What follows belongs to an exercise in optimizing a design on an open flow for small area, a short achievable clock period and few clock cycles per item; a production flow would make more cautious choices.
Only simulation tests tie the RTL to the original design; equivalence was not proved.

<file path="flow/config.mk">
export PLATFORM = sky130hd
export DESIGN_NAME = scr_engine
export DESIGN_NICKNAME = scr_engine
export VERILOG_FILES = /design/flow/design.v
export SDC_FILE = /design/flow/constraint.sdc
export NUM_CORES = 4
export LEC_CHECK = 0
export ABC_AREA = 1
export CAP_MARGIN = 20
export CORE_MARGIN = 2
export CORE_UTILIZATION = 70
export CTS_BUF_LIST = sky130_fd_sc_hd__clkbuf_16
export CTS_CLUSTER_DIAMETER = 90
export CTS_CLUSTER_SIZE = 28
export GPL_ROUTABILITY_DRIVEN = 0
export GPL_TIMING_DRIVEN = 0
export SLEW_MARGIN = 20
</file>
<file path="flow/constraint.sdc">
create_clock -name core_clock -period 110.0 [get_ports {clk}]
set_input_delay 22.0000 -clock core_clock [delete_from_list [all_inputs] [get_ports {clk}]]
set_output_delay 22.0000 -clock core_clock [all_outputs]
set_load 0.01 [all_outputs]
</file>
<file path="flow/design.v">
module scr_engine (
    input  wire        clk,
    input  wire        rst,
    input  wire        cfg_we,
    input  wire [3:0]  cfg_addr,
    input  wire [31:0] cfg_wdata,
    input  wire        in_valid,
    output reg         in_ready,
    input  wire [14:0] in_x,
    input  wire [17:0] in_y,
    input  wire [7:0]  in_value,
    input  wire [1:0]  in_tag,
    input  wire [1:0]  in_fmt,
    output reg         tone_re,
    output wire [10:0] tone_addr0,
    output wire [10:0] tone_addr1,
    input  wire [15:0] tone_rdata0,
    input  wire [15:0] tone_rdata1,
    output reg         tile_re,
    output reg  [17:0] tile_addr,
    input  wire [15:0] tile_rdata,
    output reg         out_valid,
    output reg  [3:0]  out_code,
    output reg  [11:0] out_tone,
    output reg  [7:0]  out_base,
    output reg  [7:0]  out_slope
);
    localparam R      = 3;                   
    localparam MAIN_N = (18 + R - 1) / R;    
    localparam PRE_N  = (8 + R - 1) / R;     
    localparam MW     = MAIN_N * R;
    localparam PW     = PRE_N * R;
    reg        q_we;                 
    reg [3:0]  q_addr;
    reg [31:0] q_wdata;
    reg        q_rst;                
    always @(posedge clk) begin
        q_rst   <= rst;
        q_we    <= cfg_we & ~rst;
        q_addr  <= cfg_addr;
        q_wdata <= cfg_wdata;
    end
    reg [7:0]  tile_tag;             
    reg        tone_bank;            
    reg [15:0] gain   [0:3];
    reg [15:0] offset [0:3];
    reg [7:0]  shift  [0:3];         
    reg [3:0]  sh_dirty;             
    reg [7:0]  hm1    [0:3];
    reg [7:0]  wm1    [0:3];
    reg [15:0] ph_y   [0:3];
    reg [15:0] ph_x   [0:3];
    reg [63:0] ps_map;
    wire       sh_wb;
    wire [1:0] sh_wb_k;
    wire [7:0] sh_wb_val;
    wire        w_ctrl = q_rst | (q_we & (q_addr == 4'd0));
    wire        w_ps0  = q_rst | (q_we & (q_addr == 4'd13));
    wire        w_ps1  = q_rst | (q_we & (q_addr == 4'd14));
    wire [3:0]  w_trim, w_geom, w_phase;
    genvar gk;
    generate
        for (gk = 0; gk < 4; gk = gk + 1) begin : wen
            assign w_trim[gk]  = q_rst | (q_we & (q_addr == 4'd1 + gk));
            assign w_geom[gk]  = q_rst | (q_we & (q_addr == 4'd5 + gk));
            assign w_phase[gk] = q_rst | (q_we & (q_addr == 4'd9 + gk));
        end
    endgenerate
    wire [31:0] d_ctrl  = q_rst ? 32'h0000_E400 : q_wdata;
    wire [31:0] d_trim  = q_rst ? 32'h1000_0000 : q_wdata;
    wire [31:0] d_geom  = q_rst ? 32'h0000_FFFF : q_wdata;
    wire [31:0] d_phase = q_rst ? 32'h0000_0000 : q_wdata;
    wire [31:0] d_ps0   = q_rst ? 32'h7654_3210 : q_wdata;
    wire [31:0] d_ps1   = q_rst ? 32'hFEDC_BA98 : q_wdata;
    integer r;
    always @(posedge clk) begin
        if (w_ctrl) begin
            tile_tag  <= d_ctrl[15:8];
            tone_bank <= d_ctrl[4];
        end
        if (w_ps0) ps_map[31:0]  <= d_ps0;
        if (w_ps1) ps_map[63:32] <= d_ps1;
        for (r = 0; r < 4; r = r + 1) begin
            if (w_trim[r]) begin
                gain[r]   <= d_trim[31:16];
                offset[r] <= d_trim[15:0];
            end
            if (w_geom[r]) begin
                hm1[r] <= d_geom[15:8];
                wm1[r] <= d_geom[7:0];
            end
            if (w_phase[r]) begin
                ph_y[r] <= d_phase[31:16];
                ph_x[r] <= d_phase[15:0];
            end
            if (w_geom[r]) begin
                shift[r]    <= d_geom[23:16];
                sh_dirty[r] <= ~q_rst;
            end else if (sh_wb && sh_wb_k == r[1:0]) begin
                shift[r]    <= sh_wb_val;
                sh_dirty[r] <= 1'b0;
            end
        end
    end
    reg        a_v;
    reg [14:0] a_x;
    reg [17:0] a_y;
    reg [7:0]  a_val;
    reg [1:0]  a_tag;
    reg [1:0]  a_fmt;
    wire [15:0]        a_gain = gain[a_tag];
    wire [15:0]        a_off  = offset[a_tag];
    wire [23:0]        a_prod = a_val * a_gain;
    wire signed [25:0] a_sum  = $signed({2'b00, a_prod})
                              + $signed({{6{a_off[15]}}, a_off, 4'b1000});
    wire signed [21:0] a_us   = a_sum[25:4];
    wire [15:0]        a_u    = a_us[21] ? 16'h0000 :
                                (a_us > 22'sh00FF00) ? 16'hFF00 : a_us[15:0];
    reg  [3:0]  a_j;
    always @(*) begin
        case (a_fmt)
            2'd1:    a_j = a_val[0] ? 4'd15 : 4'd0;
            2'd2:    a_j = a_val[1:0] * 4'd5;
            default: a_j = a_val[3:0];
        endcase
    end
    wire        a_ps = (a_fmt != 2'd0);
    reg [17:0] hy;                   
    reg [15:0] hx;                   
    reg [3:0]  hv;                   
    wire [1:0] a_k    = tile_tag[2*a_tag +: 2];
    wire       a_line = (a_y == hy) && ({1'b0, a_x} == hx);
    wire       a_hit  = a_ps | (a_line & hv[a_k]);
    reg          e_fgm;              
    reg          e_fgp;              
    reg          e_bgm;              
    reg          e_bgp;              
    reg          e_pre;              
    reg [2:0]    e_cnt;
    reg [1:0]    e_k;
    reg [MW-1:0] e_yy;               
    reg          e_y18;              
    reg [MW-1:0] e_as;               
    reg [7:0]    e_rem;              
    reg [7:0]    e_r;                
    wire [7:0]   e_ty, e_tx;         
    reg        b_v;
    reg        b_fg;                 
    reg        b_job;                
    reg        b_ps;
    reg [2:0]  b_bt;                 
    reg [2:0]  b_bt1;                
    reg [7:0]  b_i;
    reg [7:0]  b_i1;
    reg [7:0]  b_f;
    reg [1:0]  b_k;
    wire       b_pend = b_v & b_fg & ~b_job;     
    wire       a_go   = a_v & ~b_pend;
    wire       a_fg   = a_go & ~a_hit;           
    wire       a_take = a_go & ~a_ps;            
    wire fgm_done = e_fgm & (e_cnt == MAIN_N - 1);
    wire fgp_done = e_fgp & (e_cnt == PRE_N - 1);
    wire fg_free  = (~e_fgm | fgm_done) & (~e_fgp | fgp_done);
    wire fg_want  = a_fg | b_pend;
    wire ld_fgm_a = a_fg & fg_free & ~sh_dirty[a_k];
    wire ld_fgm_b = b_pend & fg_free & (~sh_dirty[b_k] | fgp_done);
    wire ld_fgp_b = b_pend & fg_free & sh_dirty[b_k] & ~fgp_done;
    wire ld_fgp_a = a_fg & fg_free & sh_dirty[a_k];
    wire [3:0] q_a5     = q_addr - 4'd5;
    wire       q_geom_k = q_we & (q_addr >= 4'd5) & (q_addr <= 4'd8) & (q_a5[1:0] == e_k);
    wire       bgm_keep = e_bgm & ~fg_want & ~q_we & ~q_rst;
    wire       bgp_keep = e_bgp & ~fg_want & ~q_geom_k & ~q_rst;
    wire       bgm_done = bgm_keep & (e_cnt == MAIN_N - 1);
    wire       bgp_done = bgp_keep & (e_cnt == PRE_N - 1);
    wire       e_free   = fg_free & ~fg_want & ~q_rst &
                          (~bgm_keep | bgm_done) & (~bgp_keep | bgp_done);
    wire [3:0] want;
    genvar gw;
    generate
        for (gw = 0; gw < 4; gw = gw + 1) begin : wnt
            assign want[gw] = ~hv[gw] & ((tile_tag[1:0] == gw) | (tile_tag[3:2] == gw) |
                                         (tile_tag[5:4] == gw) | (tile_tag[7:6] == gw));
        end
    endgenerate
    wire [3:0] e_k1    = 4'd1 << e_k;
    wire [3:0] want_x  = want & ~sh_dirty & ~(bgm_done ? e_k1 : 4'd0);
    wire [3:0] dirty_x = sh_dirty & ~((bgp_done | fgp_done) ? e_k1 : 4'd0);
    wire       st_bgm  = e_free & ~q_we & (|want_x) & (|hv);
    wire       st_bgp  = e_free & ~st_bgm & (|dirty_x);
    wire [1:0] k_m     = want_x[0] ? 2'd0 : want_x[1] ? 2'd1 : want_x[2] ? 2'd2 : 2'd3;
    wire [1:0] k_p     = dirty_x[0] ? 2'd0 : dirty_x[1] ? 2'd1 : dirty_x[2] ? 2'd2 : 2'd3;
    wire       e_load  = ld_fgm_a | ld_fgp_a | ld_fgm_b | ld_fgp_b | st_bgm | st_bgp;
    wire [15:0] hx_d   = a_take ? {1'b0, a_x} + 16'd1 : hx;
    wire [1:0]  l_k  = (ld_fgm_a | ld_fgp_a) ? a_k : (ld_fgm_b | ld_fgp_b) ? b_k : st_bgm ? k_m : k_p;
    wire [17:0] l_y  = ld_fgm_a ? a_y : hy;
    wire [15:0] l_x  = ld_fgm_a ? {1'b0, a_x} : ld_fgm_b ? hx - 16'd1 : hx_d;
    wire [18:0] l_yy = l_y + ph_y[l_k];
    wire [16:0] l_as = l_x + ph_x[l_k];
    wire        l_pre = ld_fgp_a | ld_fgp_b | st_bgp;
    wire a_free = ~a_v | ~b_pend;
    wire a_v_n  = a_free ? in_valid : a_v;
    always @(posedge clk) begin
        if (rst) a_v <= 1'b0;
        else     a_v <= a_v_n;
        if (a_free) begin
            a_x   <= in_x;
            a_y   <= in_y;
            a_val <= in_value;
            a_tag <= in_tag;
            a_fmt <= in_fmt;
        end
    end
    always @(posedge clk) begin
        if (rst) begin
            b_v   <= 1'b0;
            b_job <= 1'b0;
        end else if (!b_pend) begin
            b_v   <= a_v;
            b_job <= ld_fgm_a;
        end else begin
            b_job <= ld_fgm_b;
        end
        if (!b_pend) begin
            b_fg     <= ~a_hit;
            b_ps     <= a_ps;
            b_bt     <= {tone_bank, a_tag};
            b_i      <= a_u[15:8];
            b_i1     <= a_u[15:8] + 8'd1;
            b_f      <= a_ps ? {4'd0, ps_map[4*a_j +: 4]} : a_u[7:0];
            b_k      <= a_k;
        end
        tone_re  <= b_pend | (a_v & ~a_ps);
        if (!b_pend && a_v && !a_ps)
            b_bt1    <= {tone_bank, a_tag};
    end
    assign tone_addr0 = {b_bt, b_i};
    assign tone_addr1 = {b_bt1, b_i1};
    wire b_pend_n = b_pend ? ~ld_fgm_b : (a_fg & ~ld_fgm_a);
    always @(posedge clk) begin
        in_ready <= rst | ~(a_v_n & b_pend_n);
    end
    always @(posedge clk) begin
        if (q_rst || q_we) begin
            hv <= 4'd0;
        end else begin
            if (a_take && !a_line) begin
                hy <= a_y;
                hv <= 4'd1 << a_k;
            end else if (a_take) begin
                hv[a_k] <= 1'b1;
            end
            if (bgm_done) hv[e_k] <= 1'b1;
        end
        hx <= hx_d;
    end
    wire [8:0]  e_th  = {1'b0, hm1[e_k]} + 9'd1;
    wire [8:0]  e_tw  = {1'b0, wm1[e_k]} + 9'd1;
    wire [9:0]  e_tw2 = {e_tw, 1'b0};
    wire [7:0]  e_sh  = shift[e_k];
    wire [PW-1:0] e_shp = {{(PW-8){1'b0}}, e_sh};
    wire [7:0] rem_c [0:R];
    wire [7:0] r_c   [0:R];
    wire       e_first = (e_cnt == 3'd0) & ~e_pre;
    wire       e_th1   = (hm1[e_k] == 8'd0);
    assign rem_c[0] = e_first ? {7'd0, e_y18 & ~e_th1} : e_rem;
    assign r_c[0]   = e_first ? ((e_y18 & e_th1) ? e_sh : 8'd0) : e_r;
    genvar g;
    generate
        for (g = 0; g < R; g = g + 1) begin : row
            wire       ybit = e_pre ? 1'b0 : e_yy[MW-1-g];
            wire [8:0] t    = {rem_c[g], ybit};
            wire       qb   = (t >= e_th) & ~e_pre;
            wire [8:0] tn   = qb ? (t - e_th) : t;
            assign rem_c[g+1] = tn[7:0];
            wire       abit = e_pre ? e_shp[PW-1-R*e_cnt-g] : e_as[MW-1-g];
            wire [9:0] v    = {1'b0, r_c[g], abit} + (qb ? {2'b00, e_sh} : 10'd0);
            wire [9:0] vn   = (v >= e_tw2) ? (v - e_tw2) :
                              (v >= {1'b0, e_tw}) ? (v - {1'b0, e_tw}) : v;
            assign r_c[g+1] = vn[7:0];
        end
    endgenerate
    assign e_ty      = rem_c[R];
    assign e_tx      = r_c[R];
    assign sh_wb     = fgp_done | bgp_done;
    assign sh_wb_k   = e_k;
    assign sh_wb_val = r_c[R];
    always @(posedge clk) begin
        if (rst) begin
            e_fgm <= 1'b0;
            e_fgp <= 1'b0;
            e_bgm <= 1'b0;
            e_bgp <= 1'b0;
        end else if (e_load) begin
            e_fgm <= ld_fgm_a | ld_fgm_b;
            e_fgp <= ld_fgp_a | ld_fgp_b;
            e_bgm <= st_bgm;
            e_bgp <= st_bgp;
        end else begin
            e_fgm <= e_fgm & ~fgm_done;
            e_fgp <= e_fgp & ~fgp_done;
            e_bgm <= bgm_keep & ~bgm_done;
            e_bgp <= bgp_keep & ~bgp_done;
        end
        if (e_load) begin
            e_pre <= l_pre;
            e_cnt <= 3'd0;
            e_k   <= l_k;
            e_yy  <= {{(MW-18){1'b0}}, l_yy[17:0]};
            e_y18 <= l_yy[18];
            e_as  <= {{(MW-17){1'b0}}, l_as};
            e_rem <= 8'd0;
            e_r   <= 8'd0;
        end else begin
            e_cnt <= e_cnt + 3'd1;
            e_yy  <= e_yy << R;
            e_as  <= e_as << R;
            e_rem <= rem_c[R];
            e_r   <= r_c[R];
        end
    end
    reg        p1_v, p1_ps;
    reg [1:0]  p1_k;
    reg [7:0]  p1_f;
    reg        p2_v, p2_ps;
    reg [1:0]  p2_k;
    reg [7:0]  p2_f;
    reg [11:0] p2_e0, p2_e1;
    always @(posedge clk) begin
        if (rst) begin
            p1_v <= 1'b0;
            p2_v <= 1'b0;
        end else begin
            p1_v <= b_v & ~b_pend;
            p2_v <= p1_v;
        end
        p1_ps <= b_ps;
        p1_k  <= b_k;
        p1_f  <= b_f;
        p2_ps <= p1_ps;
        p2_k  <= p1_k;
        p2_f  <= p1_f;
        p2_e0 <= tone_rdata0[11:0];
        p2_e1 <= tone_rdata1[11:0];
    end
    wire signed [12:0] p2_diff = $signed({1'b0, p2_e1}) - $signed({1'b0, p2_e0});
    wire signed [21:0] p2_acc  = p2_diff * $signed({1'b0, p2_f})
                               + $signed({2'b00, p2_e0, 8'h80});
    wire [11:0]        p2_Ti   = p2_acc[19:8];
    wire [11:0]        p2_T    = {p2_Ti[11:4], p2_ps ? p2_f[3:0] : p2_Ti[3:0]};
    reg [3:5]  pv, pps;
    reg [1:0]  pk  [3:5];
    reg [11:0] pT  [3:5];
    integer s;
    always @(posedge clk) begin
        if (rst) begin
            pv[3] <= 1'b0; pv[4] <= 1'b0; pv[5] <= 1'b0;
        end else begin
            pv[3] <= p2_v; pv[4] <= pv[3]; pv[5] <= pv[4];
        end
        pps[3] <= p2_ps; pk[3] <= p2_k; pT[3] <= p2_T;
        for (s = 4; s <= 5; s = s + 1) begin
            pps[s] <= pps[s-1]; pk[s] <= pk[s-1]; pT[s] <= pT[s-1];
        end
    end
    reg [7:0]  cty [0:3];
    reg [7:0]  ctx [0:3];
    wire       t_v    = pv[5];
    wire       t_take = t_v & ~pps[5];
    wire       t_fg   = fgm_done;
    wire [1:0] t_k    = pk[5];
    integer j;
    always @(posedge clk) begin
        for (j = 0; j < 4; j = j + 1) begin
            if (t_fg && t_k == j[1:0]) begin
                cty[j] <= e_ty;
                ctx[j] <= (e_tx == wm1[j]) ? 8'd0 : e_tx + 8'd1;
            end else if (bgm_done && e_k == j[1:0]) begin
                cty[j] <= e_ty;
                ctx[j] <= e_tx;
            end else if (t_take) begin
                ctx[j] <= (ctx[j] == wm1[j]) ? 8'd0 : ctx[j] + 8'd1;
            end
        end
    end
    reg        p7_v, p7_ps;
    reg [11:0] p7_T;
    reg        p8_v, p8_ps;
    reg [11:0] p8_T;
    always @(posedge clk) begin
        if (rst) begin
            p7_v <= 1'b0;
            p8_v <= 1'b0;
        end else begin
            p7_v <= t_v;
            p8_v <= p7_v;
        end
        tile_re   <= t_take;
        tile_addr <= {t_k, t_fg ? e_ty : cty[t_k], t_fg ? e_tx : ctx[t_k]};
        p7_ps <= pps[5];
        p7_T  <= pT[5];
        p8_ps <= p7_ps;
        p8_T  <= p7_T;
    end
    reg        p9_v, p9_ps;
    reg [11:0] p9_T;
    reg [7:0]  p9_B, p9_S;
    always @(posedge clk) begin
        if (rst) p9_v <= 1'b0;
        else     p9_v <= p8_v;
        p9_ps <= p8_ps;
        p9_T  <= p8_T;
        p9_B  <= tile_rdata[15:8];
        p9_S  <= tile_rdata[7:0];
    end
    wire signed [13:0] p9_d    = $signed({2'b00, p9_T}) - $signed({2'b00, p9_B, 4'b0000});
    wire [11:0]        p9_dd   = p9_d[11:0];
    wire [14:0]        p9_t [0:7];
    wire [7:0]         p9_h;
    genvar gs;
    generate
        for (gs = 0; gs < 8; gs = gs + 1) begin : rmp
            wire [11:0] rowl = p9_dd << gs;
            assign p9_t[gs] = p9_S[gs] ? {3'd0, rowl} : 15'd0;
            if (gs == 0) begin : h0
                assign p9_h[gs] = 1'b0;
            end else begin : hn
                assign p9_h[gs] = p9_S[gs] & (|p9_dd[11:12-gs]);
            end
        end
    endgenerate
    wire [14:0]        p9_lo   = p9_t[0] + p9_t[1] + p9_t[2] + p9_t[3]
                               + p9_t[4] + p9_t[5] + p9_t[6] + p9_t[7];
    wire [14:0]        p9_rnd  = p9_lo + 15'd128;
    wire               p9_sat  = (|p9_h) | (p9_lo >= 15'd3968);
    wire [3:0]         p9_code = (p9_d <= 14'sd0) ? 4'd0
                               : p9_sat ? 4'd15 : p9_rnd[11:8];
    always @(posedge clk) begin
        if (rst) out_valid <= 1'b0;
        else     out_valid <= p9_v;
        out_code  <= p9_ps ? p9_T[3:0] : p9_code;
        out_tone  <= p9_ps ? 12'd0 : p9_T;
        out_base  <= p9_ps ? 8'd0 : p9_B;
        out_slope <= p9_ps ? 8'd0 : p9_S;
    end
endmodule
</file>
<file path="flow/flow/run.sh">
#!/bin/bash
# The standard layout (standard.sh, all steps), except that the buffers
# placed on the input and output ports are buf_1 cells instead of the slow
# delay buffer buffer_ports picks by default. Each port still gets its own
# buffer; the clock, constraints and everything else are unchanged.
set -e
export BUFFER_PORTS_ARGS="-buffer_cell sky130_fd_sc_hd__buf_1"
bash standard.sh > standard.log 2>&1
</file>
<file path="flow/standard.sh">
#!/bin/bash
# synth_recipe.tcl (not shown) runs the flow's synth.tcl, then flattens the netlist and writes it again
# the make line also repeats each setting of config.mk as NAME=value (left out here)
make -C /OpenROAD-flow-scripts/flow DESIGN_CONFIG=/design/flow/config.mk WORK_HOME=/design/flow/orfs CLKGATE_MAP_FILE= SYNTH_SCRIPT=/design/flow/synth_recipe.tcl "${@:-finish}"
</file>
==> reports/metrics.yaml, run 1 <==
status: "finished clean"
layout_setup_ws_ns: 86.83
wl_per_cell_um: 19.57
fillers: 5389
yosysWarnings: 12
cts_made_buffers: 44
hp-class: "flop to flop"
drt-total-wl_um: 138000
met2_usage_pct: 55.08
die_x_um: 279.1
fin_setup_tns_ns: 0
fmax_mhz: 43.16
root_buffer: "clkbuf_16"
drv_cap: 0
clock_path_buffers: 3
final_nets: 6719
r2r_cells: 90
yosysTopAreaCell: "edfxtp_1"
cts_tree: "done"
worst_path_largest_cell_delay_ns: 0.39
synth_ff_type: "edfxtp_1"
synth_area_leaders: "edfxtp_1 34%, dfxtp_1 12%, fa_1 9.0%, nand2_1 8.9%, ha_1 7.2%"
dpl.hpwl_um: 105700
fin_crit_ns: 23.17
worst-path-buf-inv: 1
ys_async_sr_fraction_pct: 0
busiest_layer: "met2"
slew_violations: 0
final_util_pct: 76.09
drive_gt1_share_pct: 3.734
crit_fanout: 1
overflow: 0
holdPathStages: 0
ioPinCount: 209
critical_path.top_delay_family: "flip-flops"
clk_pin_slew_ns: 0.10
grt_pass1_wl_um: 213100
synth.cell_area_um2: 52980
dpl_cell_area_um2: 55410
synth.yosys.seq_area_share_pct: 46.06
via_count: 41500
synth.top_cell.area_share_pct: 33.67
drtIter0Drc: 4851
r2r_slack_ns: 91.88
core_um2: 74700
grt_max_degree: 47
syn_nets: 6460
fp.dieH_um: 279.1
htreeDepth: 2
critPathArrivalTime_ns: 1.17
slowest_stage: "edfxtp_1"
finalSetupViolCount: 0
final_cells: 7051
vias_per_cell: 5.886
post-route-period-util_pct: 21.07
ys_seq_elements: 922
dieArea_um2: 77910
drc: 0
cp-start-kind: "flop"
grtUsageMet3_pct: 7.732
synth_edf_count: 594
worst_pin_slew_ns: 1.205
postSynthCellCount: 5787
holdBufCountCts: 0
path_cells: "buf_1"
criticalPathCategory: "flop to output port"
slew_headroom_pct: 18.80
final_area_um2: 56840
skew_ns: 0.05453
final_cell_mix: "1,250 x nand2_1, 903 x inv_1, 594 x edfxtp_1"
synth_area_per_cell_um2: 9.155
grt_pass1_vias: 39425
path_depth: 1
start_util_pct: 70.93
antenna_found_initial: 4
layout_commonest_cell: "nand2_1"
grt_util_met1_pct: 49.68
cp-end-kind: "output port"
ys_types: 67
area_growth_pct: 7.276
cts_resized: 0
rows: 100
finalHoldViolations: 0
cp.required_ns: 88.00
cts_sinks: 922
antenna_left: 0
io_buffers: 200
dpl_worst_slack_ns: 86.90
drt-pass1-iter-count: 8
grt_usage_pct: 35.41
placedCellCount: 6969
clkLatencyLatePin_ns: 0.65
rsz0062_at_grt: "no"
post-cts-setup-buffer-count: 0
sequential cells by signal, indices dropped and copies added, names as in the netlist, 32 cells and up:
name     cells
gain        64
ctx         32
wm1         32
cty         32
q_wdata     32
offset      64
ph_x        64
ps_map      64
shift       32
ph_y        64
pT          36
hm1         32
worst paths after layout:
check	start	end
max	b_bt1[0]	tone_addr1[8]
min	pT[5][0]	p7_T[0]
max reg2reg	e_k[0]	ctx[3][7]
min reg2reg	pT[5][0]	p7_T[0]
cells in the mapped netlist, types with 22 or more instances:
cell type	number
a21oi_1	224
inv_1	885
nand4_1	30
o21ai_1	56
dfxtp_1	328
nor3_1	34
ha_1	303
a221oi_1	43
xor2_1	139
nor4_1	25
o21bai_1	27
or2_2	31
a31oi_1	23
clkbuf_1	110
o211ai_1	32
o22ai_1	22
nand3_1	262
fa_1	237
xnor2_1	80
nor2_1	500
nand2_1	1251
nand2_2	22
o21ai_0	312
edfxtp_1	594
routing by layer:
metal / routed length [um] / part of all wire (%) / vias to the layer above
met5: 0 / 0 / -
met4: 5138 / 3.7 / 0
met3: 16070 / 12 / 302
met2: 61390 / 44 / 2191
met1: 55380 / 40 / 19567
li1: - / - / 19440
worst register-to-register path, delay by kind of cell (launching register included):
kind	cells	cell delay, ns
AOI/OAI and AO/OA	26	5.46
and+or+nand+nor	34	4.55
buffers and inverters	18	3.64
adders and majority gates	9	2.90
xor gates and xnor gates	3	0.93
DFF	1	0.58
layout make-up:
type | instances | area (um^2) | area share [%]
Clock inverter | 35 | 315.3 | 0.5547
Antenna cell | 3 | 7.507 | 0.01321
Multi-Input combinational cell | 3809 | 24670 | 43.41
Sequential cell | 922 | 24400 | 42.94
Timing Repair Buffer | 213 | 1069 | 1.880
Clock buffer | 44 | 1101 | 1.937
Inverter | 909 | 3412 | 6.003
Buffer | 147 | 644.4 | 1.134
Tap cell | 969 | 1212 | 2.133
stage by stage:
| stage | hold WS (ns) |
|---|---|
| floorplan | 0.3096 |
| global placement | 0.3096 |
| detailed placement | 0.3121 |
| CTS | 0.3243 |
| global route | 0.3202 |
| finish | 0.3164 |
kinds of logic (layout without fill, tap and decap cells):
| logic type | after synthesis | after routing | synth area share [%] |
|---|---|---|---|
| AND/OR/NAND/NOR | 2209 | 2209 | 17.28 |
| buffers and inverters | 1056 | 1348 | 7.647 |
| flip-flops | 922 | 922 | 46.06 |
| AO/OA/AOI/OAI | 838 | 838 | 9.205 |
| adder cells (fa/ha/maj) | 540 | 540 | 16.11 |
| XOR/XNOR | 221 | 221 | 3.682 |
| multiplexers | 1 | 1 | 0.01889 |
| other | 0 | 3 | 0 |
Testbench counts, summed over its fixed seeds: cycles 31,609, items 30,805.
==> run 2, diff against run 1 <==
--- a/flow/config.mk
+++ b/flow/config.mk
@@ -12,6 +12,4 @@
 export CTS_BUF_LIST = sky130_fd_sc_hd__clkbuf_16
 export CTS_CLUSTER_DIAMETER = 90
 export CTS_CLUSTER_SIZE = 28
-export GPL_ROUTABILITY_DRIVEN = 0
-export GPL_TIMING_DRIVEN = 0
 export SLEW_MARGIN = 20
==> run 2 against run 1 <==
Against the previous run:
- maximum frequency shrank 0.13%
- still clean
- first-iteration DRC count shrank 10%
- highest routed layer unchanged
- sequential share of layout area grew 0.48 points
==> reports/metrics.yaml, run 2 <==
slowest_stage: "edfxtp_1"
critical_path.top_delay_family: "flip-flops"
post-cts-setup-buffer-count: 0  # unchanged
fin_setup_tns_ns: 0  # unchanged
vias_per_cell: 5.823  # -1.1%
criticalPathCategory: "flop to output port"
drt-pass1-iter-count: 9  # +1
drv_cap: 0  # unchanged
synth.cell_area_um2: 52980  # unchanged
grt_pass1_vias: 38366  # -2.7%
slew_violations: 0  # unchanged
grt_usage_pct: 34.40  # -1.0 points
ys_seq_elements: 922  # unchanged
dpl.hpwl_um: 98870  # -6.5%
fmax_mhz: 43.10  # -0.13%
wl_per_cell_um: 19.27  # -1.5%
grt_pass1_wl_um: 208300  # -2.3%
fillers: 5479  # +1.7%
worst_path_largest_cell_delay_ns: 0.42  # +0.03 ns
skew_ns: 0.05523  # +0.0007034 ns
fin_crit_ns: 23.20  # +0.02920 ns
drtIter0Drc: 4368  # -10%
drive_gt1_share_pct: 4.004  # +0.27 points
post-route-period-util_pct: 21.09  # +0.027 points
worst_pin_slew_ns: 1.181  # -0.02472 ns
fp.dieH_um: 279.1  # unchanged
cts_sinks: 922  # unchanged
antenna_left: 0  # unchanged
hp-class: "flop to flop"
ys_top_cells_by_count: "1,251 x nand2_1, 885 x inv_1, 594 x edfxtp_1"
synth.yosys.seq_area_share_pct: 46.06  # unchanged
clkLatencyLatePin_ns: 0.66  # about the same
gp_congestion: 0.9844
rows: 100  # unchanged
overflow: 0  # unchanged
clock_path_buffers: 3  # unchanged
cts_made_buffers: 44  # unchanged
via_count: 40415  # -2.6%
status: "finished clean"
slew_headroom_pct: 20.46  # +1.7 points
drt-total-wl_um: 133700  # -3.1%
path_cells: "buf_1"
area_growth_pct: 6.102
crit_fanout: 1  # unchanged
final_util_pct: 75.26  # -0.83 points
ys_types: 67  # unchanged
cp-start-kind: "flop"
seq_area_um2: 24400  # about the same
rsz0062_at_grt: "no"
layout_commonest_cell: "nand2_1"
root_buffer: "clkbuf_16"
cp.required_ns: 88.00  # about the same
synth_area_leaders: "edfxtp_1 34%, dfxtp_1 12%, fa_1 9.0%, nand2_1 8.9%, ha_1 7.2%"
antenna_found_initial: 2  # -2
yosysMostFrequentCell: "nand2_1"
yosysTopAreaCell: "edfxtp_1"
cts_resized: 0  # unchanged
finalSetupViolCount: 0  # unchanged
die_x_um: 279.1  # unchanged
synth_area_per_cell_um2: 9.155  # unchanged
dieArea_um2: 77910  # unchanged
final_cell_mix: "1,250 x nand2_1, 902 x inv_1, 594 x edfxtp_1"
critPathArrivalTime_ns: 1.20  # +0.03 ns
io_buffers: 200  # unchanged
htreeDepth: 2  # unchanged
yosysWarnings: 12  # unchanged
grt_max_degree: 60  # +28%
synth_ff_type: "edfxtp_1"
core_um2: 74700  # unchanged
synth_edf_count: 594  # unchanged
drc: 0  # unchanged
final_nets: 6606  # -1.7%
syn_nets: 6460  # unchanged
cp-end-kind: "output port"
synth.top_cell.area_share_pct: 33.67  # unchanged
finalHoldViolations: 0  # unchanged
clk_pin_slew_ns: 0.10  # about the same
holdBufCountCts: 0  # unchanged
ioPinCount: 209  # unchanged
start_util_pct: 70.93  # unchanged
cts_tree: "done"
worst-path-buf-inv: 1  # unchanged
multi_input_area_um2: 24610  # -0.25%
postSynthCellCount: 5787  # unchanged
ys_async_sr_fraction_pct: 0  # unchanged
==> run 2: cell count changes in the layout (fill, tap and decap cells not counted), sizes merged <==
| cell | change |
|---|---|
| inv | -1 |
| clkinv | +2 |
| bufinv | +1 |
| diode | -1 |
| clkbuf | -111 |
| clkinvlp | +1 |
| buf | -2 |
==> run 2: metrics by stage <==
step / worst slack [ns] / std cells / hold WS (ns) / area [um^2]
after CTS: 86.77 / 6937 / 0.3316 / 56180
after detailed placement: 86.97 / 6855 / 0.3121 / 54730
final: 86.80 / 6940 / 0.3318 / 56220
after global routing: 86.75 / 6938 / 0.3351 / 56210
after floorplan: 87.33 / 5787 / 0.3096 / 52980
after global placement: 86.98 / 6855 / 0.3099 / 54730
==> run 2: worst paths after layout <==
path / slack [ns] / startpoint / cells after the start / end
hold reg to reg: 0.33 / p8_T[6] / 0 / p9_T[6]
setup reg to reg: 92.10 / e_k[0] / 90 / ctx[0][2]
hold / removal: 0.33 / p8_T[6] / 0 / p9_T[6]
setup / recovery: 86.80 / b_i1[4] / 1 / tone_addr1[4]
==> run 2: metal layers <==
layer	GRT usage [%]	up-vias	share of wire [%]
met2	52.95	1889	45
met1	49.19	19050	41
li1	-	19212	-
met4	11.50	0	3.6
met5	0	-	0
met3	6.937	264	11
==> run 2: cells by family (layout without fill, tap and decap cells) <==
group	after synthesis	in the layout	synth area share, %
flip-flops	922	922	46.06
buffers and inverters	1056	1238	7.647
multiplexers	1	1	0.01889
adder cells (fa/ha/maj)	540	540	16.11
AND/OR/NAND/NOR	2209	2209	17.28
AO/OA/AOI/OAI	838	838	9.205
other	0	2	0
XOR/XNOR	221	221	3.682
==> run 2: area by class of cell <==
class | count | share of cell area [%]
multi-input combinational | 3809 | 43.78
clock buffer | 44 | 1.959
antenna | 2 | 0.008903
sequential | 922 | 43.41
clock inverter | 38 | 0.6143
tap | 969 | 2.157
inverter | 909 | 6.070
timing repair buffer | 247 | 1.999
==> run 3, diff against run 2 <==
--- a/flow/config.mk
+++ b/flow/config.mk
@@ -10,6 +10,6 @@
 export CORE_MARGIN = 2
 export CORE_UTILIZATION = 70
 export CTS_BUF_LIST = sky130_fd_sc_hd__clkbuf_16
-export CTS_CLUSTER_DIAMETER = 90
-export CTS_CLUSTER_SIZE = 28
+export CTS_CLUSTER_DIAMETER = 80
+export CTS_CLUSTER_SIZE = 32
 export SLEW_MARGIN = 20
==> run 3 against run 2 <==
Against the previous run:
- worst setup slack gained 0.0052 ns
- routed wire length shrank 0.29%
- maximum frequency is essentially flat
- global-route usage is essentially flat
- non-clock buffer count is the same
- area after synthesis is the same
- highest routed layer is now met5
- clock-buffer cell count grew 3
- via count shrank 0.33%
==> reports/metrics.yaml, run 3 <==
status: "finished clean"
crit_fanout: 1  # unchanged
worst_pin_slew_ns: 1.191  # +0.01074 ns
skew_ns: 0.05220  # -0.003032 ns
drive_gt1_share_pct: 4.088  # +0.084 points
dpl_worst_slack_ns: 86.97  # unchanged
worst-path-buf-inv: 1  # unchanged
grt_usage_pct: 34.36  # -0.046 points
cp-start-kind: "flop"
busiest_layer: "met2"
met2_usage_pct: 52.70  # -0.26 points
clock_path_buffers: 3  # unchanged
dieArea_um2: 77910  # unchanged
drt-total-wl_um: 133400  # -0.29%
final_cell_mix: "1,250 x nand2_1, 897 x inv_1, 594 x edfxtp_1"
ys_async_sr_fraction_pct: 0  # unchanged
wl_per_cell_um: 19.22  # -0.27%
fillers: 5446  # -0.60%
worst_path_largest_cell_delay_ns: 0.39  # -0.03 ns
ys_seq_elements: 922  # unchanged
hold_start: "pT[5][0]"
io_buffers: 200  # unchanged
synth.yosys.seq_area_share_pct: 46.06  # unchanged
dpl.hpwl_um: 98870  # unchanged
fin_setup_tns_ns: 0  # unchanged
die_x_um: 279.1  # unchanged
synth_edf_count: 594  # unchanged
synth_ff_type: "edfxtp_1"
fmax_mhz: 43.11  # about the same
overflow: 0  # unchanged
multi_input_area_um2: 24610  # unchanged
layout_setup_ws_ns: 86.80  # +0.005200 ns
core_um2: 74700  # unchanged
ys_top_cells_by_count: "1,251 x nand2_1, 885 x inv_1, 594 x edfxtp_1"
hp-class: "flop to flop"
grtUsageMet3_pct: 6.886  # -0.050 points
drv_cap: 0  # unchanged
htreeDepth: 2  # unchanged
final_nets: 6606  # unchanged
via_count: 40282  # -0.33%
vias_per_cell: 5.805  # -0.31%
criticalPathCategory: "flop to output port"
finalSetupViolCount: 0  # unchanged
drtIter0Drc: 4536  # +3.8%
grt_pass1_vias: 38346  # -0.052%
layout_commonest_cell: "nand2_1"
finalHoldViolations: 0  # unchanged
path_cells: "buf_1"
yosysWarnings: 12  # unchanged
grt_util_met1_pct: 49.28  # +0.085 points
seq_area_um2: 24400  # unchanged
crit_start: "b_i1[7]"
start_util_pct: 70.93  # unchanged
fin_crit_ns: 23.20  # -0.005200 ns
antenna_found_initial: 4  # +2
cp-end-kind: "output port"
cts_tree: "done"
clk_pin_slew_ns: 0.11  # about the same
path_depth: 1  # unchanged
cts_made_buffers: 44  # unchanged
antenna_left: 0  # unchanged
post-cts-setup-buffer-count: 0  # unchanged
critical_path.top_delay_family: "flip-flops"
ioPinCount: 209  # unchanged
fp.dieH_um: 279.1  # unchanged
postSynthCellCount: 5787  # unchanged
rows: 100  # unchanged
holdPathStages: 0  # unchanged
synth.cell_area_um2: 52980  # unchanged
grt_max_degree: 60  # unchanged
root_buffer: "clkbuf_16"
cp.required_ns: 88.00  # about the same
hold_slack_ns: 0.3282  # -0.003556 ns
rsz0062_at_grt: "no"
grt_pass1_wl_um: 207800  # -0.20%
synth_area_leaders: "edfxtp_1 34%, dfxtp_1 12%, fa_1 9.0%, nand2_1 8.9%, ha_1 7.2%"
slew_violations: 0  # unchanged
ys_types: 67  # unchanged
syn_nets: 6460  # unchanged
cts_sinks: 922  # unchanged
yosysTopAreaCell: "edfxtp_1"
post-route-period-util_pct: 21.09  # about the same
slew_headroom_pct: 20.49  # +0.030 points
drc: 0  # unchanged
area_growth_pct: 6.423
clkLatencyLatePin_ns: 0.66  # about the same
yosysMostFrequentCell: "nand2_1"
cts_resized: 0  # unchanged
holdBufCountCts: 0  # unchanged
r2r_start: "e_k[0]"
drt-pass1-iter-count: 5  # -4
critPathArrivalTime_ns: 1.20  # about the same
gp_congestion: 0.9844  # unchanged
synth.top_cell.area_share_pct: 33.67  # unchanged
slowest_stage: "edfxtp_1"
synth_area_per_cell_um2: 9.155  # unchanged
r2r_cells: 90  # unchanged
-- run 3: logic make-up after synthesis --
family          share of synthesized area [%]
buf+inv                                 7.647
fa+ha+maj                               16.11
compound gates                          9.205
simple gates                            17.28
mux                                   0.01889
flops                                   46.06
xor+xnor                                3.682
-- run 3: area by class of cell --
type	instances	area share (%)
multi-input cells	3809	43.65
clock inverters	35	0.7855
clock buffers	47	2.086
diodes	1	0.004438
repair buffers	247	1.993
well taps	969	2.150
flip-flops and latches	922	43.28
inverters	909	6.051
-- run 3: final timing paths --
kind              endpoint  slack, ns
max          tone_addr1[7]      86.80
min                p7_T[0]       0.33
max reg2reg      ctx[3][4]      92.11
min reg2reg        p7_T[0]       0.33
-- run 3: routing by layer --
layer	routed length (um)	vias up	share of wire, %
li1	-	19194	-
met1	54870	19018	41
met2	59240	1837	44
met4	4611	4	3.5
met3	14610	229	11
met5	16	-	0.012
-- run 3: through the flow --
| step | util (%) | instance area (um^2) | instances |
|---|---|---|---|
| after floorplan | - | 52980 | 5787 |
| after global placement | 73.27 | 54730 | 6855 |
| after CTS | 75.44 | 56350 | 6937 |
| final | 75.49 | 56390 | 6939 |
| after detailed placement | 73.27 | 54730 | 6855 |
| after global routing | 75.48 | 56380 | 6938 |
==> run 4, diff against run 3 <==
--- a/flow/config.mk
+++ b/flow/config.mk
@@ -10,6 +10,6 @@
 export CORE_MARGIN = 2
 export CORE_UTILIZATION = 70
 export CTS_BUF_LIST = sky130_fd_sc_hd__clkbuf_16
-export CTS_CLUSTER_DIAMETER = 80
-export CTS_CLUSTER_SIZE = 32
+export CTS_CLUSTER_DIAMETER = 120
+export CTS_CLUSTER_SIZE = 24
 export SLEW_MARGIN = 20
==> run 4 against run 3 <==
Against the previous run:
- routed wire length is 0.59% higher
- sequential share of layout area is 0.22 points higher
- clock-buffer cell count is 2 lower
- highest routed layer unchanged
- worst hold slack worse by 0.0060 ns
- via count hardly changed
==> reports/metrics.yaml, run 4 <==
holdBufCountCts: 0  # unchanged
criticalPathCategory: "flop to output port"
slowest_stage: "edfxtp_1"
cp-start-kind: "flop"
slew_violations: 0  # unchanged
fin_crit_ns: 23.19  # -0.005700 ns
post-cts-setup-buffer-count: 0  # unchanged
root_buffer: "clkbuf_16"
rows: 100  # unchanged
clock_path_buffers: 3  # unchanged
dpl.hpwl_um: 98870  # unchanged
cp.required_ns: 88.00  # about the same
drt-pass1-iter-count: 8  # +3
skew_ns: 0.05465  # +0.002450 ns
htreeDepth: 2  # unchanged
drc: 0  # unchanged
worst-path-buf-inv: 1  # unchanged
dpl_worst_slack_ns: 86.97  # unchanged
drv_cap: 0  # unchanged
fillers: 5497  # +0.94%
hp-class: "flop to flop"
grt_pass1_wl_um: 208600  # +0.37%
start_util_pct: 70.93  # unchanged
drtIter0Drc: 4548  # +0.26%
die_x_um: 279.1  # unchanged
ioPinCount: 209  # unchanged
finalSetupViolCount: 0  # unchanged
critPathArrivalTime_ns: 1.19  # about the same
cts_sinks: 922  # unchanged
rsz0062_at_grt: "no"
cts_tree: "done"
gp_congestion: 0.9844  # unchanged
clkLatencyLatePin_ns: 0.66  # about the same
antenna_found_initial: 4  # unchanged
yosysTopAreaCell: "edfxtp_1"
overflow: 0  # unchanged
synth.top_cell.area_share_pct: 33.67  # unchanged
fmax_mhz: 43.12  # about the same
clk_pin_slew_ns: 0.11  # about the same
area_growth_pct: 5.873
worst_pin_slew_ns: 1.160  # -0.03092 ns
grt_max_degree: 60  # unchanged
syn_nets: 6460  # unchanged
dieArea_um2: 77910  # unchanged
path_cells: "buf_1"
yosysWarnings: 12  # unchanged
layout_setup_ws_ns: 86.81  # +0.005700 ns
io_buffers: 200  # unchanged
synth_edf_count: 594  # unchanged
ys_async_sr_fraction_pct: 0  # unchanged
fin_setup_tns_ns: 0  # unchanged
yosysMostFrequentCell: "nand2_1"
synth.yosys.seq_area_share_pct: 46.06  # unchanged
synth.cell_area_um2: 52980  # unchanged
worst_path_largest_cell_delay_ns: 0.39  # about the same
ys_seq_elements: 922  # unchanged
synth_ff_type: "edfxtp_1"
cts_resized: 0  # unchanged
cts_made_buffers: 45  # +2.3%
fp.dieH_um: 279.1  # unchanged
synth_area_per_cell_um2: 9.155  # unchanged
core_um2: 74700  # unchanged
ys_types: 67  # unchanged
post-route-period-util_pct: 21.08  # about the same
grt_usage_pct: 34.52  # +0.17 points
ys_top_cells_by_count: "1,251 x nand2_1, 885 x inv_1, 594 x edfxtp_1"
slew_headroom_pct: 22.56  # +2.1 points
synth_area_leaders: "edfxtp_1 34%, dfxtp_1 12%, fa_1 9.0%, nand2_1 8.9%, ha_1 7.2%"
postSynthCellCount: 5787  # unchanged
cp-end-kind: "output port"
finalHoldViolations: 0  # unchanged
wl_per_cell_um: 19.33  # +0.58%
layout_commonest_cell: "nand2_1"
drive_gt1_share_pct: 3.802  # -0.29 points
drt-total-wl_um: 134100  # +0.59%
critical_path.top_delay_family: "flip-flops"
status: "finished clean"
via_count: 40318  # +0.089%
crit_fanout: 1  # unchanged
vias_per_cell: 5.810  # about the same
final_cell_mix: "1,250 x nand2_1, 916 x inv_1, 594 x edfxtp_1"
grt_pass1_vias: 38384  # +0.099%
final_nets: 6607  # +0.015%
antenna_left: 0  # unchanged
[run 4: cell counts after synthesis]
Identical to the previous run, type by type.
[run 4: final timing paths]
check	start	endpoint	slack, ns	cells after the start
worst max register to register	e_k[1]	ctx[3][3]	91.88	89
worst min register to register	p7_T[0]	p8_T[0]	0.32	0
worst max-delay path	b_i1[7]	tone_addr1[7]	86.81	1
worst min-delay path	p7_T[0]	p8_T[0]	0.32	0
[run 4: cells by family (layout without fill, tap and decap cells)]
| group | after synthesis | in the layout | share of synthesized area [%] |
|---|---|---|---|
| AOI/OAI and AO/OA | 838 | 838 | 9.205 |
| xor gates and xnor gates | 221 | 221 | 3.682 |
| adders and majority gates | 540 | 540 | 16.11 |
| buffers and inverters | 1056 | 1239 | 7.647 |
| DFF | 922 | 922 | 46.06 |
| muxes | 1 | 1 | 0.01889 |
| other | 0 | 1 | 0 |
| and+or+nand+nor | 2209 | 2209 | 17.28 |
[run 4: routing by layer]
metal | share of wire [%] | wire (um) | track usage [%] | up-vias
li1 | - | - | - | 19208
met1 | 41 | 55380 | 49.81 | 18988
met2 | 45 | 59970 | 53.28 | 1889
met3 | 11 | 14530 | 6.635 | 231
met4 | 3.2 | 4262 | 10.73 | 2
met5 | 0.0060 | 8 | 0 | -
[run 4: stage by stage]
| stage | hold slack [ns] | util, % | instance area (um^2) | std cells |
|---|---|---|---|---|
| global placement | 0.3099 | 73.27 | 54730 | 6855 |
| CTS | 0.3257 | 75.05 | 56060 | 6938 |
| detailed placement | 0.3121 | 73.27 | 54730 | 6855 |
| global route | 0.3341 | 75.09 | 56090 | 6939 |
| finish | 0.3222 | 75.10 | 56090 | 6940 |
| floorplan | 0.3096 | - | 52980 | 5787 |
[run 4: final cells by class]
class                      count  area (um^2)  area share [%]
multi-input combinational   3809        24610           43.87
sequential                   922        24400           43.51
inverter                     909         3412           6.083
tap                          969         1212           2.161
clock buffer                  45         1126           2.007
timing repair buffer         247         1124           2.003
clock inverter                38        201.4          0.3591
antenna                        1        2.502        0.004461
[run 4: worst reg2reg max path: cells and delay by family, from the launching register on]
| family | cells | cell delay (ns) |
|---|---|---|
| adder cells (fa/ha/maj) | 9 | 2.80 |
| AND/OR/NAND/NOR | 36 | 5.32 |
| buffers and inverters | 13 | 2.11 |
| flip-flops | 1 | 0.40 |
| XOR/XNOR | 4 | 1.08 |
| AO/OA/AOI/OAI | 27 | 6.19 |

==> port drivers added, routing unchanged <==
The results above use ideal ports. As a check the final layouts listed here were re-extracted and re-timed, cells and wires unchanged. Step 1 sets driving cells, clkbuf_16 on the clock port and buf_2 on the other inputs (assumed; they add their load-dependent delay and slew). Step 2 adds t to the input delays and takes it off the output delays; t is the mean of the earliest and latest rising clock arrival at the registers after step 1. Input paths then give back, and output paths get back, about the clock's delay inside the block. Three values: ideal, step 1, step 2; two values: the first two.
| run | t (ns) | setup slack, ns | latest minus earliest clock arrival (ns) | slew at the worst register clock pin (ns) | worst slew at a driven data input, ns |
|---|---|---|---|---|---|
| run 1 | 0.694 | 86.828 / 86.760 / 86.856 | 0.054 / 0.054 | 0.12 / 0.12 | 0.09 |
| run 2 | 0.709 | 86.799 / 86.725 / 86.963 | 0.056 / 0.056 | 0.11 / 0.11 | 0.05 |
| run 3 | 0.695 | 86.804 / 86.737 / 86.955 | 0.057 / 0.056 | 0.12 / 0.12 | 0.05 |
| run 4 | 0.699 | 86.810 / 86.741 / 86.927 | 0.058 / 0.057 | 0.11 / 0.11 | 0.05 |
After both steps every run listed still meets setup and hold.
